Context: an optimization exercise on an open-source flow, tuned for small area and a short achievable clock period. The choices shown serve that exercise and are no tape-out recipe.
The RTL was checked by simulation tests, not by an equivalence proof against the original design.
Power and IR drop assume default switching activity.

==> design/flow/design.v <==
module cic_decim (
    input  wire               clk,
    input  wire               rst,         
    input  wire               restart,     
    input  wire [2:0]         cfg_order,   
    input  wire [5:0]         cfg_shift,   
    input  wire [20:0]        cfg_ratio,   
    input  wire               in_valid,
    input  wire signed [23:0] in_data,
    input  wire               in_sat,
    output reg                out_valid,
    output reg  signed [23:0] out_data,
    output reg                out_sat
);
    localparam W = 88;
    reg         clr_r, v_r, sat_r;
    reg  [23:0] x_r;
    reg  [2:0]  order_c;
    reg  [5:0]  shift_c;
    reg  [20:0] ratio_c;
    always @(posedge clk) begin
        clr_r <= rst | restart;
        v_r   <= in_valid;
        sat_r <= in_sat;
        x_r   <= in_data;
        if (rst | restart) begin
            order_c <= cfg_order;
            shift_c <= cfg_shift;
            ratio_c <= cfg_ratio;
        end
    end
    wire       bypass = (ratio_c == 21'd1);
    wire [2:0] n_eff  = bypass ? 3'd0 : order_c;
    wire [5:0] s_eff  = bypass ? 6'd0 : shift_c;
    wire [5:1] pass_now;           
    genvar gk;
    generate
        for (gk = 1; gk <= 5; gk = gk + 1) begin : g_pass
            assign pass_now[gk] = (n_eff < gk);
        end
    endgenerate
    reg  [5:1] cl_pass  [1:9];
    reg  [5:0] cl_shift [1:9];
    integer d;
    always @(posedge clk) begin
        cl_pass[1]  <= pass_now;
        cl_shift[1] <= s_eff;
        for (d = 2; d <= 9; d = d + 1) begin
            cl_pass[d]  <= cl_pass[d-1];
            cl_shift[d] <= cl_shift[d-1];
        end
    end
    reg  [20:0] pcnt;       
    reg  [20:0] sat_a;
    reg  [2:0]  sat_n;
    wire last_in = (pcnt == ratio_c);
    wire strobe0 = v_r & last_in;
    wire win_sat = sat_r | (sat_a != 21'd0) | (sat_n > 3'd1);
    always @(posedge clk) begin
        if (clr_r) begin
            pcnt  <= 21'd1;
            sat_a <= 21'd0;
            sat_n <= 3'd0;
        end else if (v_r) begin
            pcnt <= last_in ? 21'd1 : pcnt + 21'd1;
            if (sat_r) begin
                sat_a <= ratio_c - 21'd1;
                sat_n <= bypass ? 3'd1 : order_c;
            end else if (sat_a != 21'd0) begin
                sat_a <= sat_a - 21'd1;
            end else if (sat_n > 3'd1) begin
                sat_a <= ratio_c - 21'd2;
                sat_n <= sat_n - 3'd1;
            end
        end
    end
    reg  [4:0] vd;
    reg  [8:0] cd;
    reg  [7:1] sb, ss;
    reg  [6:1] sf;
    reg        out_seen;    
    always @(posedge clk) begin
        vd <= {vd[3:0], v_r};
        cd <= {cd[7:0], clr_r};
        ss <= {ss[6:1], win_sat};
        sf <= {sf[5:1], ~out_seen};
        if (clr_r)        out_seen <= 1'b0;
        else if (strobe0) out_seen <= 1'b1;
        if (rst) sb <= 7'd0;
        else     sb <= {sb[6:1], strobe0};
    end
    wire [8:0] clr_d = {cd[7:0], clr_r};    
    wire [4:0] v_d   = {vd[3:0], v_r};
    wire [7:0] sb_d  = {sb, strobe0};        
    function is_last(input [5:1] pass, input integer k);
        is_last = ~pass[k] & ((k == 5) | pass[(k == 5) ? 5 : k + 1]);
    endfunction
    reg  [5:1] kill_r;
    always @(posedge clk) begin
        kill_r[1] <= rst | restart | pass_now[1] | (strobe0 & is_last(pass_now, 1));
        kill_r[2] <= clr_d[0] | cl_pass[1][2] | (sb_d[1] & is_last(cl_pass[1], 2));
        kill_r[3] <= clr_d[1] | cl_pass[2][3] | (sb_d[2] & is_last(cl_pass[2], 3));
        kill_r[4] <= clr_d[2] | cl_pass[3][4] | (sb_d[3] & is_last(cl_pass[3], 4));
        kill_r[5] <= clr_d[3] | cl_pass[4][5] | (sb_d[4] & is_last(cl_pass[4], 5));
    end
    reg  [W-1:0] integ [1:5];
    wire [W-1:0] x_ext = {{(W-24){x_r[23]}}, x_r};
    wire [W-1:0] isum  [1:5];
    generate
        for (gk = 1; gk <= 5; gk = gk + 1) begin : g_int
            wire kill = kill_r[gk];
            wire [W-1:0] fb  = kill ? {W{1'b0}} : integ[gk];
            wire [W-1:0] src = (gk == 1) ? x_ext : integ[gk-1];
            wire [W-1:0] add = v_d[gk-1] ? src : {W{1'b0}};
            bk_add #(.N(W)) u_add (.a(fb), .b(add), .ci(1'b0), .s(isum[gk]));
            always @(posedge clk) integ[gk] <= isum[gk];
        end
    endgenerate
    reg  [W-1:0] dly2, dly3, dly4, dly5;
    reg  [W-1:0] tq;
    reg ph_b, e2, e3, e4, e5, ld2, ld3, ld4, ld5;
    wire phb_nx = sb[5] & ~cl_pass[6][1];
    always @(posedge clk) begin
        ph_b <= phb_nx;
        e2   <= ~phb_nx & ~cl_pass[5][2] & ~sf[4];
        e3   <= ~phb_nx & ~cl_pass[5][3] & ~sf[4];
        e4   <=  phb_nx & ~cl_pass[6][4] & ~sf[5];
        e5   <=  phb_nx & ~cl_pass[6][5] & ~sf[5];
        ld2  <= sb[4] & ~cl_pass[5][2];
        ld3  <= sb[4] & ~cl_pass[5][3];
        ld4  <= phb_nx & ~cl_pass[6][4];
        ld5  <= phb_nx & ~cl_pass[6][5];
    end
    wire [W-1:0] xa = ph_b ? tq : integ[5];
    wire [W-1:0] xb = ({W{e2}} & dly2) | ({W{e4}} & dly4);
    wire [W-1:0] yb = ({W{e3}} & dly3) | ({W{e5}} & dly5);
    wire [W-1:0] cx, cy;
    bk_add #(.N(W)) u_cx (.a(xa), .b(~xb), .ci(1'b1), .s(cx));
    wire [W-1:0] nxb = ~xb, nyb = ~yb;
    wire [W-1:0] cs_s = xa ^ nxb ^ nyb;
    wire [W-1:0] cs_m = (xa & nxb) | (xa & nyb) | (nxb & nyb);
    bk_add #(.N(W)) u_cy (.a(cs_s), .b({cs_m[W-2:0], 1'b1}), .ci(1'b1), .s(cy));
    always @(posedge clk) begin
        tq <= cy;
        if (ld2) dly2 <= integ[5];
        if (ld3) dly3 <= cx;
        if (ld4) dly4 <= tq;
        if (ld5) dly5 <= cx;
    end
    reg         o_val, o_sat;
    reg  [5:0]  sh;
    wire        byp_nx = sb[5] & cl_pass[6][1];
    always @(posedge clk) begin
        o_val <= ~rst & (byp_nx | (sb[6] & ~cl_pass[7][1]));
        o_sat <= byp_nx ? ss[5] : ss[6];
        sh    <= byp_nx ? 6'd0 : cl_shift[7];
    end
    wire [W-1:0] yv = tq;
    wire [W:0] z0 = {yv, 1'b0};
    wire [W:0] z1 = sh[5] ? {32'd0, z0[W:32]} : z0;
    wire       s1 = sh[5] & (|z0[31:0]);
    wire [W:0] z2 = sh[4] ? {16'd0, z1[W:16]} : z1;
    wire       s2 = s1 | (sh[4] & (|z1[15:0]));
    wire [W:0] z3 = sh[3] ? {8'd0, z2[W:8]} : z2;
    wire       s3 = s2 | (sh[3] & (|z2[7:0]));
    wire [W:0] z4 = sh[2] ? {4'd0, z3[W:4]} : z3;
    wire       s4 = s3 | (sh[2] & (|z3[3:0]));
    wire [W:0] z5 = sh[1] ? {2'd0, z4[W:2]} : z4;
    wire       s5 = s4 | (sh[1] & (|z4[1:0]));
    wire [W:0] z6 = sh[0] ? {1'd0, z5[W:1]} : z5;
    wire       sticky = s5 | (sh[0] & z5[0]);
    wire [23:0] qf    = z6[24:1];           
    wire        guard = z6[0];
    wire        sign  = yv[W-1];
    reg  [62:0] hi_mask;
    integer i;
    always @(*) begin
        for (i = 0; i < 63; i = i + 1)
            hi_mask[i] = (i >= sh);
    end
    wire hi_ne  = |((yv[W-2:24] ^ {63{sign}}) & hi_mask);
    wire rup    = guard & (sticky | qf[0]);
    wire lo_ones = &qf[22:0];
    wire sat_hi = ~sign & (hi_ne | qf[23] | (lo_ones & rup));
    wire sat_lo =  sign & (hi_ne | (~qf[23] & ~(lo_ones & rup)));
    wire [23:0] qr = qf + {23'd0, rup};
    always @(posedge clk) begin
        if (rst) begin
            out_valid <= 1'b0;
            out_data  <= 24'sd0;
            out_sat   <= 1'b0;
        end else begin
            out_valid <= o_val;
            if (o_val) begin
                if (sat_hi) begin
                    out_data <= 24'h7fffff;
                    out_sat  <= 1'b1;
                end else if (sat_lo) begin
                    out_data <= 24'h800000;
                    out_sat  <= 1'b1;
                end else begin
                    out_data <= qr;
                    out_sat  <= o_sat;
                end
            end
        end
    end
endmodule
module bk_add #(parameter N = 88) (
    input  wire [N-1:0] a,
    input  wire [N-1:0] b,
    input  wire         ci,
    output wire [N-1:0] s
);
    localparam L = (N > 64) ? 7 : (N > 32) ? 6 : (N > 16) ? 5 : (N > 8) ? 4 : (N > 4) ? 3 : (N > 2) ? 2 : 1;
    wire [N-1:0] p = a ^ b;
    wire [N-1:0] g0 = (a & b);
    wire [N-1:0] gl [0:L];
    wire [N-1:0] pl [0:L];
    assign gl[0] = {g0[N-1:1], g0[0] | (p[0] & ci)};
    assign pl[0] = p;
    genvar l, j;
    generate
        for (l = 0; l < L; l = l + 1) begin : g_lv
            for (j = 0; j < N; j = j + 1) begin : g_b
                if ((j >> l) % 2 == 1) begin : g_n
                    assign gl[l+1][j] = gl[l][j] | (pl[l][j] & gl[l][((j >> l) << l) - 1]);
                    assign pl[l+1][j] = pl[l][j] & pl[l][((j >> l) << l) - 1];
                end else begin : g_p
                    assign gl[l+1][j] = gl[l][j];
                    assign pl[l+1][j] = pl[l][j];
                end
            end
        end
    endgenerate
    wire [N-1:0] c = gl[L];               
    assign s = p ^ {c[N-2:0], ci};
endmodule
==> design/flow/flow/run.sh <==
#!/bin/bash
# The standard layout (the standard.sh: ORFS synthesis to final layout),
# with ORFS's timing repair aiming at a setup slack of 11.85 ns on the design's
# own clock and constraints, so that the layout is sized and buffered for a
# short achieved period. The make output goes to standard_make.log.
set -euo pipefail
bash standard.sh SETUP_SLACK_MARGIN=11.85 finish > standard_make.log 2>&1
==> design/flow/standard.sh <==
#!/bin/bash
# synth_recipe.tcl (not shown) runs the flow's synth.tcl, then flattens the netlist and writes it again
# the make line also repeats each setting of config.mk as NAME=value (left out here)
make -C /OpenROAD-flow-scripts/flow DESIGN_CONFIG=/design/flow/config.mk WORK_HOME=/design/flow/orfs CLKGATE_MAP_FILE= SYNTH_SCRIPT=/design/flow/synth_recipe.tcl "${@:-finish}"
==> design/flow/config.mk <==
export PLATFORM = sky130hd
export DESIGN_NAME = cic_decim
export DESIGN_NICKNAME = cic_decim
export VERILOG_FILES = /design/flow/design.v
export SDC_FILE = /design/flow/constraint.sdc
export NUM_CORES = 4
export LEC_CHECK = 0
export CAP_MARGIN = 20
export CORE_MARGIN = 2
export CORE_UTILIZATION = 40
export CTS_CLUSTER_DIAMETER = 150
export CTS_CLUSTER_SIZE = 22
export SLEW_MARGIN = 20
==> design/flow/constraint.sdc <==
create_clock -name core_clock -period 16.5 [get_ports {clk}]
set_input_delay 3.3000 -clock core_clock [delete_from_list [all_inputs] [get_ports {clk}]]
set_output_delay 3.3000 -clock core_clock [all_outputs]
set_load 0.01 [all_outputs]
==> results_dict.tcl, run 1 <==
set metrics [dict create \
    outcome "no timing/DRC/antenna violations" \
    drive_gt1_share_pct 6.52 \
    initial_core_util_pct 40.2 \
    cp_slowest_stage_delay_ps 340 \
    p_sw_share_pct 34.5 \
    p_int_mw 4.74 \
    overflow 0 \
    hold_viol 0 \
    h-tree-depth 2 \
    ant_nets 0 \
    synth.yosys.seq_area_share_pct 37.8 \
    slowest_stage "dfxtp_2" \
    p_seq_share_pct 50.5 \
    min_to "cl_shift[5][3]" \
    synthXorXnorAreaFrac_pct 7.59 \
    dp_hpwl_um 129000 \
    port-buffer-count 84 \
    yosysWarnings 8 \
    wirelength_um 177000 \
    core_area_um2 174000 \
    cts-root-buf "clkbuf_16" \
    antenna_found_initial 8 \
    tightest_slew_ps 1130 \
    avgViaCountPerCell 5.41 \
    synth_seq_cells 1126 \
    vias 50600 \
    gp_routability_congestion 0.917 \
    cts_buffers 57 \
    cts_hold_buf 0 \
    num_io_pins 85 \
    ir_drop_uv 98.5 \
    cp_data_arrival_time_ps 1300 \
    drt_iter0_drc 3401 \
    p_leak_nw 32.4 \
    clock_path_buffers 3 \
    yosysMostFrequentCell "dfxtp_1" \
    drc 0 \
    critical_path.top_delay_family "flip-flops" \
    synth_area_leaders "dfxtp_1, edfxtp_1, ha_1" \
    synth_top_area_cell "dfxtp_1" \
    fp.dieH_um 422 \
    rsz0062_at_grt "true" \
    grt_use_total_pct 19.0 \
    die_area_um2 178000 \
    path_clk_slew_ps 90 \
    r2r-start "e4" \
    crit_path_cell_trace "clkdlybuf4s15_2" \
    nets 7795 \
    r2r_end "tq[74]" \
    reg2reg_depth 16 \
    num_rows 153 \
    dr.pass1.iters 5 \
    worstSetupPathType "reg2out" \
    crit_cells 1 \
    syn_inst 7010 \
    synth.avg_cell_area_um2 9.95 \
    yosys.area_share.simple_pct 17.2 \
    drt-wirelength-per-cell_um 18.9 \
    synth_nets 7817 \
    finalWorstPathRequiredPeriod_ps 4600 \
    place_ws_ps 10130 \
    r2r_slack_ps 11990 \
    final.setup.tns_ps 0 \
    cts.sinks 1126 \
    max_freq_mhz 218 \
    drv_slew 0 \
    synth.mux.area_fraction_pct 4.33 \
    p_switching_mw 2.50 \
    synth_compound_area_share_pct 14.8 \
    worstSetupEndpointType "primary output" \
    fin_ws_ps 11900 \
    synth_commonest_cells "dfxtp_1, ha_1, nor2b_1" \
    syn_to_final_growth_pct 8.52 \
    crit_fanout 2 \
    syn_area_um2 69800 \
    p_per_area_nw_per_um2 95.6 \
    synth_ff_type "dfxtp_1" \
    clk_latency_ps 740 \
    required_ps 13200 \
    yosys.area_share.adder_pct 14.9 \
    holdPathStages 0 \
    yosysTopAreaCellShare_pct 21.3 \
    grt_pass1_vias 49300 \
    hold_class "reg2reg" \
    combPwrFrac_pct 27.7 \
    synth.distinct_cells 98 \
    clkPwrFrac_pct 21.9 \
    synth_top_family_by_area "simple AND/OR/NAND/NOR gates" \
    critical_path_buf_inv_count 1 \
    max_cap_violations 0 \
    hold_start "cl_shift[4][3]" \
    synth_edf_count 382 \
    ys_async_sr_fraction_pct 0 \
    slew_headroom_pct 24.0 \
    grt_max_degree 90 \
    start_kind "register" \
    finalCritPeriodShare_pct 27.9 \
    fin_worst_skew_ps 41.1 \
    setup_viol 0 \
    fp.dieW_um 422 \
    grt_first_pass_wirelength_um 276000 \
    cts_tree "done" \
]
kinds of logic after synthesis:
family / after synthesis
adders and majority gates: 748
and+or+nand+nor: 2208
xor gates and xnor gates: 605
buffers and inverters: 581
AOI/OAI and AO/OA: 1530
muxes: 212
DFF: 1126
through the flow:
stage / cells / power [mW] / util [%] / hold slack (ps) / instance area [µm²]
CTS: 9322 / 7.21 / 43.2 / 320 / 75100
global route: 9346 / 7.59 / 43.6 / 330 / 75700
detailed placement: 9210 / 5.59 / 41.9 / 312 / 72800
global placement: 9210 / 5.56 / 41.9 / 312 / 72800
finish: 9348 / 7.24 / 43.6 / 320 / 75700
floorplan: 7010 / 4.93 / - / 310 / 69800
worst max path at each step:
| stage | startpoint | to | slack, ps |
|---|---|---|---|
| floorplan | ph_b | dly3[87] | 11930 |
| global placement | ph_b | dly3[87] | 10240 |
| detailed placement | ph_b | dly5[87] | 10130 |
| CTS | out_data[4] | out_data[4] | 11850 |
| global route | ph_b | dly5[59] | 11760 |
| finish | out_data[6] | out_data[6] | 11900 |
flip-flops by register name, indices dropped and copies added (netlist names), 3 cells and up:
register / cells
integ: 440
dly2: 88
dly3: 88
dly4: 88
dly5: 88
tq: 88
cl_shift: 42
cl_pass: 29
out_data: 24
x_r: 24
pcnt: 21
ratio_c: 21
sat_a: 21
sb: 6
sh: 6
shift_c: 6
ss: 6
kill_r: 5
sf: 5
vd: 4
cd: 3
order_c: 3
sat_n: 3
power by group through the flow:
stage	combinational [mW]	sequential [mW]	clock, mW
finish	2.00	3.65	1.58
global route	2.19	3.66	1.73
CTS	1.94	3.63	1.65
detailed placement	1.90	3.69	0
global placement	1.87	3.69	0
floorplan	1.54	3.39	0
timing repair:
item / in CTS / in global routing
setup endpoints to repair: 459 / 171
cloned: 3 / 5
resized for setup: 187 / 81
buffers inserted: 17 / 19
pin swaps: 4 / 9
cell type report:
class	instances	area (µm²)
antenna	2	5.00
clock buffer	87	1540
clock inverter	5	61.3
fill	16600	97900
inverter	331	1250
multi-input combinational	5303	41500
sequential	1126	26500
tap	2325	2910
timing repair buffer	168	1970
timing repair inverter	1	7.51
cells in the final DEF, fill, tap and decap left out, drive strengths merged, types with 60 or more instances in the layout:
cell type,Yosys,final
inv,330,332
and2,414,414
mux2i,87,87
a21oi,410,410
nand4,80,80
fa,135,135
nand3,95,95
nor2,372,372
mux4,62,62
mux2,63,63
edfxtp,382,382
xnor2,342,342
ha,613,613
nor2b,493,493
a22oi,108,108
a22o,96,96
xor2,263,263
a21o,205,205
clkbuf,190,97
o21ai,202,202
nand2,301,301
a211oi,60,60
buf,59,78
nor3,161,161
o21a,81,81
dfxtp,744,744
per-layer routing:
metal | track usage (%) | routed length (µm) | vias up
met5 | 0 | 0 | -
met1 | 27.3 | 84700 | 24000
met3 | 2.19 | 9750 | 243
met2 | 30.5 | 78200 | 1228
li1 | - | - | 25100
met4 | 4.49 | 4340 | 0
==> run 2: changes to the inputs <==
==> design/flow/flow/run.sh (replaced) <==
#!/bin/bash
# The standard layout (the standard.sh: ORFS synthesis to final layout),
# with ORFS's timing repair aiming at a setup slack of 11.55 ns on the design's
# own clock and constraints, so that the layout is sized and buffered for a
# short achieved period. The make output goes to standard_make.log.
set -euo pipefail
bash standard.sh SETUP_SLACK_MARGIN=11.55 finish > standard_make.log 2>&1
==> run 2 against run 1 <==
Compared with the run above: total power increased by 0.16%; sequential cell count unchanged; non-clock buffer count down 11; routed wire length rose by 1.2%; utilization down 0.33 points.
==> results_dict.tcl, run 2 <==
set metrics [dict create \
    worstSetupEndpointType "primary output" \
    cts.sinks 1126 \
    drt_iter0_drc 3459 \
    cts_buffers 57 \
    grt_first_pass_wirelength_um 279000 \
    finalWorstPathRequiredPeriod_ps 4890 \
    core_area_um2 174000 \
    antenna_found_initial 3 \
    max_freq_mhz 205 \
    syn_inst 7010 \
    yosysTopAreaCellShare_pct 21.3 \
    whs_ps 315 \
    critical_path_buf_inv_count 1 \
    yosysWarnings 8 \
    synth.mux.area_fraction_pct 4.33 \
    layout_commonest_cell "dfxtp_1" \
    fp.dieW_um 422 \
    largest_reg_flops 440 \
    finalCritPeriodShare_pct 29.6 \
    largest_register "integ" \
    synth_commonest_cells "dfxtp_1, ha_1, nor2b_1" \
    final_cell_mix "dfxtp_1, ha_1, nor2b_1" \
    cts_hold_buf 0 \
    num_rows 153 \
    clock_path_buffers 3 \
    multi_input_area_um2 41200 \
    cp_slowest_stage_delay_ps 530 \
    fin_worst_skew_ps 59.8 \
    cts_tree "done" \
    die_area_um2 178000 \
    hold_class "reg2reg" \
    wirelength_um 179000 \
    synth_top_area_cell "dfxtp_1" \
    synth.avg_cell_area_um2 9.95 \
    crit_fanout 2 \
    synth_ff_type "dfxtp_1" \
    drc 0 \
    synth_seq_cells 1126 \
    setup_viol 0 \
    total_power_mw 7.25 \
    place_ws_ps 10410 \
    clk_latency_ps 740 \
    dp_hpwl_um 133000 \
    hold_viol 0 \
    drt-wirelength-per-cell_um 19.2 \
    synth_nets 7817 \
    worstSetupPathType "reg2out" \
    ys_async_sr_fraction_pct 0 \
    avgViaCountPerCell 5.44 \
    gp_routability_congestion 0.928 \
    slew_headroom_pct 26.9 \
    fillCellCount 16500 \
    grt_pass1_vias 49600 \
    antenna_cells_inserted 0 \
    num_io_pins 85 \
    path_clk_slew_ps 90 \
    dr.pass1.iters 5 \
    slowest_stage "clkdlybuf4s50_1" \
    synth_edf_count 382 \
    final.setup.tns_ps 0 \
    ir_drop_uv 92.1 \
    syn_to_final_growth_pct 7.70 \
    initial_core_util_pct 40.2 \
    synth_area_leaders "dfxtp_1, edfxtp_1, ha_1" \
    h-tree-depth 2 \
    synth_top_family_by_area "simple AND/OR/NAND/NOR gates" \
    syn_area_um2 69800 \
    nets 7783 \
    fp.dieH_um 422 \
    port-buffer-count 84 \
    drv_slew 0 \
    vias 50700 \
    rsz0062_at_grt "false" \
    dpl-instance-area_um2 72800 \
    ant_nets 0 \
    synth.yosys.seq_area_share_pct 37.8 \
    drive_gt1_share_pct 5.34 \
    synthXorXnorAreaFrac_pct 7.59 \
    max_cap_violations 0 \
    crit_path_cell_trace "clkdlybuf4s50_1" \
    p_per_area_nw_per_um2 96.5 \
    yosys.area_share.adder_pct 14.9 \
    p_leak_nw 32.3 \
    cp_data_arrival_time_ps 1590 \
    start_kind "register" \
    grt_use_total_pct 19.4 \
    cts-root-buf "clkbuf_16" \
    critical_path.top_delay_family "buffers and inverters" \
    synth.distinct_cells 98 \
    yosys.area_share.simple_pct 17.2 \
    yosysMostFrequentCell "dfxtp_1" \
    tightest_slew_ps 1090 \
    required_ps 13200 \
    outcome "no timing/DRC/antenna violations" \
    register_area_um2 26400 \
    fin_ws_ps 11610 \
    overflow 0 \
    design_area_um2 75200 \
    grt_max_degree 90 \
    synth_compound_area_share_pct 14.8 \
]
==> run 2: cell count changes in the layout (fill, tap and decap cells not counted), moves of 6 or more <==
| cell | change |
|---|---|
| dlygate4sd2_1 | +22 |
| a21oi_2 | -8 |
| o21ai_0 | +10 |
| dfxtp_1 | +9 |
| clkdlybuf4s15_2 | -17 |
| dfxtp_2 | -7 |
| a21oi_1 | +8 |
| o21ai_1 | -6 |
==> run 2: routing by layer <==
| metal | routed length [µm] | track usage [%] | up-vias |
|---|---|---|---|
| met5 | 0 | 0 | - |
| met4 | 5370 | 5.30 | 0 |
| met3 | 9240 | 2.43 | 266 |
| met2 | 78600 | 30.8 | 1202 |
| met1 | 85900 | 27.6 | 24200 |
| li1 | - | - | 25000 |
==> run 2: power by group <==
group	switching (mW)	internal, mW	total, mW
sequential	0.460	3.19	3.65
combinational	1.11	0.883	2.00
clock	0.941	0.663	1.60
total	2.52	4.74	7.25
==> run 2: worst paths after layout <==
check                           cells after the start        endpoint  slack (ps)      startpoint
worst min register to register                      0  cl_shift[7][3]         310  cl_shift[6][3]
worst min-delay path                                0  cl_shift[7][3]         310  cl_shift[6][3]
worst max-delay path                                1    out_data[13]       11610    out_data[13]
worst max register to register                     13    out_data[19]       11760           sh[3]
==> run 2: metrics by stage <==
stage,util (%),std cells
floorplan,-,7010
global placement,41.9,9219
detailed placement,41.9,9219
CTS,43.1,9312
global route,43.3,9332
finish,43.3,9332
==> run 2: cells by family (layout without fill, tap and decap cells) <==
logic type                 count (synthesis)  in the layout
and+or+nand+nor                         2208           2208
AOI/OAI and AO/OA                       1530           1530
DFF                                     1126           1126
adders and majority gates                748            748
xor gates and xnor gates                 605            605
buffers and inverters                    581            578
muxes                                    212            212
==> run 2: layout make-up <==
cell class,count,share of cell area (%)
Clock buffer,86,2.10
Inverter,331,1.66
Multi-Input combinational cell,5303,54.9
Timing Repair Buffer,157,2.27
Sequential cell,1126,35.2
Clock inverter,4,0.0433
Tap cell,2325,3.87
==> run 2: timing repair <==
action                     CTS  global route
pin swaps                    1             3
setup endpoints to repair  311           124
setup buffers                3            19
resized for setup           89            42
cloned                       0             1
hold endpoints to repair     0             0
==> run 3: changes to the inputs <==
==> design/flow/flow/run.sh (replaced) <==
#!/bin/bash
# The standard layout (the standard.sh: ORFS synthesis to final layout),
# with ORFS's timing repair aiming at a setup slack of 11.95 ns on the design's
# own clock and constraints, so that the layout is sized and buffered for a
# short achieved period. The make output goes to standard_make.log.
set -euo pipefail
bash standard.sh SETUP_SLACK_MARGIN=11.95 finish > standard_make.log 2>&1
==> run 3 against run 2 <==
Compared with the run above: maximum frequency increased by 8.9%; critical path type unchanged; synthesized cell count unchanged; largest cell class unchanged; highest routed layer unchanged; largest power group unchanged; total power up 0.37%; clock skew shrank 29 ps.
==> results_dict.tcl, run 3 <==
set metrics [dict create \
    outcome "no timing/DRC/antenna violations" \
    drt-wirelength-per-cell_um 19.0 \
    yosysWarnings 8 \
    fin_worst_skew_ps 31.2 \
    setup_viol 0 \
    worstSetupPathType "reg2out" \
    grt_use_total_pct 19.3 \
    slew_headroom_pct 26.1 \
    clock_path_buffers 3 \
    synth_top_area_cell "dfxtp_1" \
    max_cap_violations 0 \
    drt_iter0_drc 3654 \
    cp_data_arrival_time_ps 1190 \
    crit_path_cell_trace "buf_4" \
    h-tree-depth 2 \
    nets 7802 \
    antenna_found_initial 6 \
    cts_hold_buf 0 \
    dp_cells 9209 \
    grt_first_pass_wirelength_um 279000 \
    critical_path_buf_inv_count 1 \
    required_ps 13200 \
    p_per_area_nw_per_um2 95.9 \
    synth_commonest_cells "dfxtp_1, ha_1, nor2b_1" \
    grt_max_degree 90 \
    overflow 0 \
    synth_ff_type "dfxtp_1" \
    rsz0062_at_grt "true" \
    start_kind "register" \
    slowest_stage "dfxtp_2" \
    synth_edf_count 382 \
    num_rows 153 \
    largest_reg_flops 440 \
    cts.sinks 1126 \
    largest_register "integ" \
    clk_latency_ps 730 \
    fillCellCount 16600 \
    final.setup.tns_ps 0 \
    synth.yosys.seq_area_share_pct 37.8 \
    max_freq_mhz 223 \
    num_io_pins 85 \
    synth.distinct_cells 98 \
    finalWorstPathRequiredPeriod_ps 4490 \
    final_util_pct 43.7 \
    vias 51000 \
    wirelength_um 178000 \
    tightest_slew_ps 1110 \
    fp.dieW_um 422 \
    grt_pass1_vias 50200 \
    syn_inst 7010 \
    synth_area_leaders "dfxtp_1, edfxtp_1, ha_1" \
    cts-root-buf "clkbuf_16" \
    ys_async_sr_fraction_pct 0 \
    layout.cells.non_filler 9357 \
    crit_fanout 2 \
    yosysTopAreaCellShare_pct 21.3 \
    hold_class "reg2reg" \
    cts_tree "done" \
    synth.avg_cell_area_um2 9.95 \
    initial_core_util_pct 40.2 \
    layout_commonest_cell "dfxtp_1" \
    synth_seq_cells 1126 \
    port-buffer-count 84 \
    syn_area_um2 69800 \
    critical_path.top_delay_family "flip-flops" \
    final_cell_mix "dfxtp_1, ha_1, nor2b_1" \
    fp.dieH_um 422 \
    total_power_mw 7.28 \
    die_area_um2 178000 \
    dp_hpwl_um 128000 \
    ant_nets 0 \
    core_area_um2 174000 \
    synth_nets 7817 \
    drv_slew 0 \
    cp_slowest_stage_delay_ps 330 \
    yosysMostFrequentCell "dfxtp_1" \
    hold_viol 0 \
    finalCritPeriodShare_pct 27.2 \
    p_leak_nw 32.6 \
    dr.pass1.iters 7 \
    gp_routability_congestion 0.921 \
    avgViaCountPerCell 5.45 \
    drive_gt1_share_pct 7.06 \
    drc 0 \
    ir_drop_uv 97.8 \
    worstSetupEndpointType "primary output" \
    cts_buffers 57 \
    path_clk_slew_ps 100 \
    syn_to_final_growth_pct 8.83 \
]
[run 3: changes by cell type in the layout (fill, tap and decap cells not counted), moves of 6 or more]
cell	change
o21ai_0	-13
dlygate4sd2_1	-22
buf_6	+6
a21oi_1	-8
dfxtp_2	+23
a21oi_2	+8
buf_2	+17
dfxtp_1	-24
mux2i_2	+8
o21ai_1	+7
mux2i_1	-8
buf_4	+6
[run 3: layout make-up]
class	count	area [µm²]	area share [%]
sequential	1126	26500	34.9
inverter	331	1250	1.65
multi-input combinational	5303	41600	54.8
clock buffer	88	1550	2.04
tap	2325	2910	3.83
clock inverter	5	83.8	0.110
timing repair buffer	176	2040	2.69
antenna	3	7.51	0.00989
[run 3: power by group]
group	switching (mW)	internal, mW
Combinational	1.11	0.915
Clock	0.937	0.658
Sequential	0.469	3.19
[run 3: timing repair]
item | in CTS | in global routing
setup endpoints to repair | 471 | 182
gates cloned | 2 | 5
pin swaps | 4 | 10
resized for setup | 254 | 101
setup buffers | 24 | 21
[run 3: cells by family (layout without fill, tap and decap cells)]
kind of cell	Yosys count	count (layout)	synth area share (%)
DFF	1126	1126	37.8
AOI/OAI and AO/OA	1530	1530	14.8
other	0	3	0
and+or+nand+nor	2208	2208	17.2
adders and majority gates	748	748	14.9
muxes	212	212	4.33
buffers and inverters	581	600	3.40
xor gates and xnor gates	605	605	7.59
[run 3: per-layer routing]
metal	part of all wire (%)	GRT usage [%]
met1	47	27.6
met5	0	0
met3	5.6	2.40
met2	45	30.9
met4	2.3	4.64
[run 3: per-stage QoR]
step                hold slack [ps]  setup slack (ps)  cell area, µm²
global route                    326             11840           75900
finish                          319             12010           75900
global placement                310             10240           72800
CTS                             323             11950           75200
detailed placement              312             10190           72800
floorplan                       310             11990           69800
[run 3: final timing paths]
check	slack, ps	from	cells after the start	endpoint
hold reg to reg	320	cl_shift[5][0]	0	cl_shift[6][0]
setup / recovery	12010	out_data[6]	1	out_data[6]
hold / removal	320	cl_shift[5][0]	0	cl_shift[6][0]
setup reg to reg	12080	ph_b	14	tq[58]
==> run 4: changes to the inputs <==
==> design/flow/flow/run.sh (replaced) <==
#!/bin/bash
# The standard layout (the standard.sh: ORFS synthesis to final layout),
# with ORFS's timing repair aiming at a setup slack of 12.05 ns on the design's
# own clock and constraints, so that the layout is sized and buffered for a
# short achieved period. The make output goes to standard_make.log.
set -euo pipefail
bash standard.sh SETUP_SLACK_MARGIN=12.05 finish > standard_make.log 2>&1
==> run 4 against run 3 <==
Compared with the run above: still clean on timing, DRC and antenna; largest cell class unchanged; global-route usage rose by 0.066 points; cell count up 0.27%; sequential power about the same.
==> results_dict.tcl, run 4 <==
set metrics [dict create \
    drive_gt1_share_pct 8.32 \
    reg2reg_depth 14 \
    finalCritPeriodShare_pct 27.2 \
    worstSetupPathType "reg2out" \
    hold_class "reg2reg" \
    cp_slowest_stage_delay_ps 360 \
    synth.yosys.seq_area_share_pct 37.8 \
    fillCellCount 16600 \
    cts_buffers 57 \
    cts_hold_buf 0 \
    crit_fanout 2 \
    num_io_pins 85 \
    finalWorstPathRequiredPeriod_ps 4480 \
    grt_use_total_pct 19.4 \
    max_cap_violations 0 \
    yosysMostFrequentCell "dfxtp_1" \
    synth_compound_area_share_pct 14.8 \
    num_rows 153 \
    overflow 0 \
    largest_reg_flops 440 \
    hold_start "cl_shift[5][4]" \
    yosysTopAreaCellShare_pct 21.3 \
    cts_tree "done" \
    yosys.area_share.adder_pct 14.9 \
    die_area_um2 178000 \
    total_power_mw 7.32 \
    slew_headroom_pct 31.9 \
    dpl-instance-area_um2 72900 \
    ys_async_sr_fraction_pct 0 \
    yosys.area_share.simple_pct 17.2 \
    grt_first_pass_wirelength_um 280000 \
    p_per_area_nw_per_um2 95.4 \
    clock_path_buffers 3 \
    setup_viol 0 \
    initial_core_util_pct 40.2 \
    p_int_mw 4.79 \
    path_clk_slew_ps 100 \
    synth_top_family_by_area "simple AND/OR/NAND/NOR gates" \
    design_area_um2 76800 \
    r2r-start "tq[49]" \
    drt_iter0_drc 3717 \
    cts.sinks 1126 \
    nets 7828 \
    worstSetupEndpointType "primary output" \
    synth_ff_type "dfxtp_1" \
    clkPwrFrac_pct 21.6 \
    crit_cells 1 \
    crit_path_cell_trace "buf_6" \
    avgViaCountPerCell 5.46 \
    p_sw_share_pct 34.6 \
    grt_max_degree 90 \
    final_util_pct 44.2 \
    place_ws_ps 10190 \
    dp_hpwl_um 130000 \
    dr.pass1.iters 6 \
    fp.dieH_um 422 \
    critical_path_buf_inv_count 1 \
    max_freq_mhz 223 \
    fin_worst_skew_ps 42.2 \
    synth_nets 7817 \
    p_leak_nw 32.8 \
    largest_register "integ" \
    port-buffer-count 84 \
    hold_viol 0 \
    yosysWarnings 8 \
    tightest_slew_ps 1020 \
    holdPathStages 0 \
    wirelength_um 180000 \
    fp.dieW_um 422 \
    dp_cells 9211 \
    synth_edf_count 382 \
    required_ps 13200 \
    gp_routability_congestion 0.901 \
    whs_ps 327 \
    p_switching_mw 2.54 \
    synth_area_leaders "dfxtp_1, edfxtp_1, ha_1" \
    crit_path_start "out_sat" \
    p_seq_share_pct 50.1 \
    synth.avg_cell_area_um2 9.95 \
    start_kind "register" \
    drt-wirelength-per-cell_um 19.2 \
    cts-root-buf "clkbuf_16" \
    drv_slew 0 \
    synth_commonest_cells "dfxtp_1, ha_1, nor2b_1" \
    synthXorXnorAreaFrac_pct 7.59 \
    final_cell_mix "dfxtp_1, ha_1, nor2b_1" \
    core_area_um2 174000 \
    slowest_stage "dfxtp_2" \
    syn_area_um2 69800 \
    fin_ws_ps 12020 \
    vias 51200 \
    antenna_found_initial 6 \
    critical_path.top_delay_family "flip-flops" \
    drc 0 \
    outcome "no timing/DRC/antenna violations" \
    clk_latency_ps 730 \
    synth.distinct_cells 98 \
    syn_to_final_growth_pct 10.1 \
    combPwrFrac_pct 28.3 \
    grt_pass1_vias 50300 \
    layout_commonest_cell "dfxtp_1" \
    final.setup.tns_ps 0 \
    synth_seq_cells 1126 \
    h-tree-depth 2 \
    synth.mux.area_fraction_pct 4.33 \
    ant_nets 0 \
    rsz0062_at_grt "true" \
    synth_top_area_cell "dfxtp_1" \
    cp_data_arrival_time_ps 1180 \
    layout.cells.non_filler 9382 \
    syn_inst 7010 \
    ir_drop_uv 98.8 \
]
[run 4: cell types whose count changed in the layout (fill, tap and decap cells not counted), sizes merged]
cell,before,now
diode,3,2
clkinv,3,4
buf,108,131
bufbuf,2,4
clkinvlp,2,3
inv,331,330
[run 4: kinds of logic after synthesis]
| group | count (synthesis) |
|---|---|
| AO/OA/AOI/OAI | 1530 |
| flip-flops | 1126 |
| multiplexers | 212 |
| XOR/XNOR | 605 |
| buffers and inverters | 581 |
| adder cells (fa/ha/maj) | 748 |
| AND/OR/NAND/NOR | 2208 |
[run 4: timing repair]
action	in CTS	in global routing
setup buffers	32	31
endpoints found under the setup margin	486	188
gates cloned	5	8
gates resized for setup	312	136
pin swaps	9	28
[run 4: cell type report]
type                    instances  area (µm²)  share of cell area, %
multi-input cells            5303       42000                   54.7
flip-flops and latches       1126       26500                   34.5
well taps                    2325        2910                   3.79
repair buffers                202        2530                   3.29
clock buffers                  87        1540                   2.00
inverters                     331        1260                   1.64
clock inverters                 6        65.1                 0.0847
diodes                          2        5.00                0.00652
[run 4: final timing paths]
| check | to | slack, ps |
|---|---|---|
| setup / recovery | out_sat | 12020 |
| hold / removal | cl_shift[6][4] | 330 |
| setup reg to reg | out_data[14] | 12120 |
| hold reg to reg | cl_shift[6][4] | 330 |
[run 4: routing by layer]
layer	vias to the layer above	share of wire [%]	global-route usage (%)	wire length [µm]
li1	25100	-	-	-
met1	24500	47	27.5	84900
met2	1304	45	31.4	80700
met3	275	5.6	2.08	10000
met4	0	2.6	4.93	4730
met5	-	0	0	0
[run 4: power groups by stage]
| stage | combinational, mW | clock (mW) | sequential [mW] |
|---|---|---|---|
| after global routing | 2.28 | 1.73 | 3.67 |
| after floorplan | 1.54 | 0 | 3.39 |
| after detailed placement | 1.91 | 0 | 3.70 |
| after global placement | 1.87 | 0 | 3.69 |
| after CTS | 1.98 | 1.64 | 3.63 |
| final | 2.08 | 1.58 | 3.67 |

## static timing again, ports no longer ideal
Ports are ideal in the flow. The routed layouts listed here were re-timed in OpenROAD.
Step 1 sets driving cells, clkbuf_16 on the clock port and buf_2 on the other inputs (assumed; they add their load-dependent delay and slew).
Step 2 moves the port delays by t, midway between the first and last clock arrival at a register: inputs arrive t later, outputs are due t later. That takes back most of the time a late clock gives input paths.
a / b / c = ideal / step 1 / step 2; a / b = the first two.
| run | t, ns | slack for setup (ns) | clock arrival spread, ns | worst data-port slew with drivers (ns) | cell pins on the clock port's net |
|---|---|---|---|---|---|
| run 1 | 0.797 | 11.903 / 11.824 / 11.273 | 0.046 / 0.046 | 0.08 | 1 |
| run 2 | 0.784 | 11.611 / 11.534 / 11.323 | 0.063 / 0.063 | 0.04 | 1 |
| run 3 | 0.792 | 12.009 / 11.930 / 11.356 | 0.035 / 0.035 | 0.08 | 1 |
| run 4 | 0.788 | 12.019 / 11.943 / 11.562 | 0.044 / 0.044 | 0.08 | 1 |
After both steps setup and hold are still met in every run listed. For run 3, which loses most, drivers alone change the setup slack by -0.079 ns; drivers and shift together by -0.653 ns.
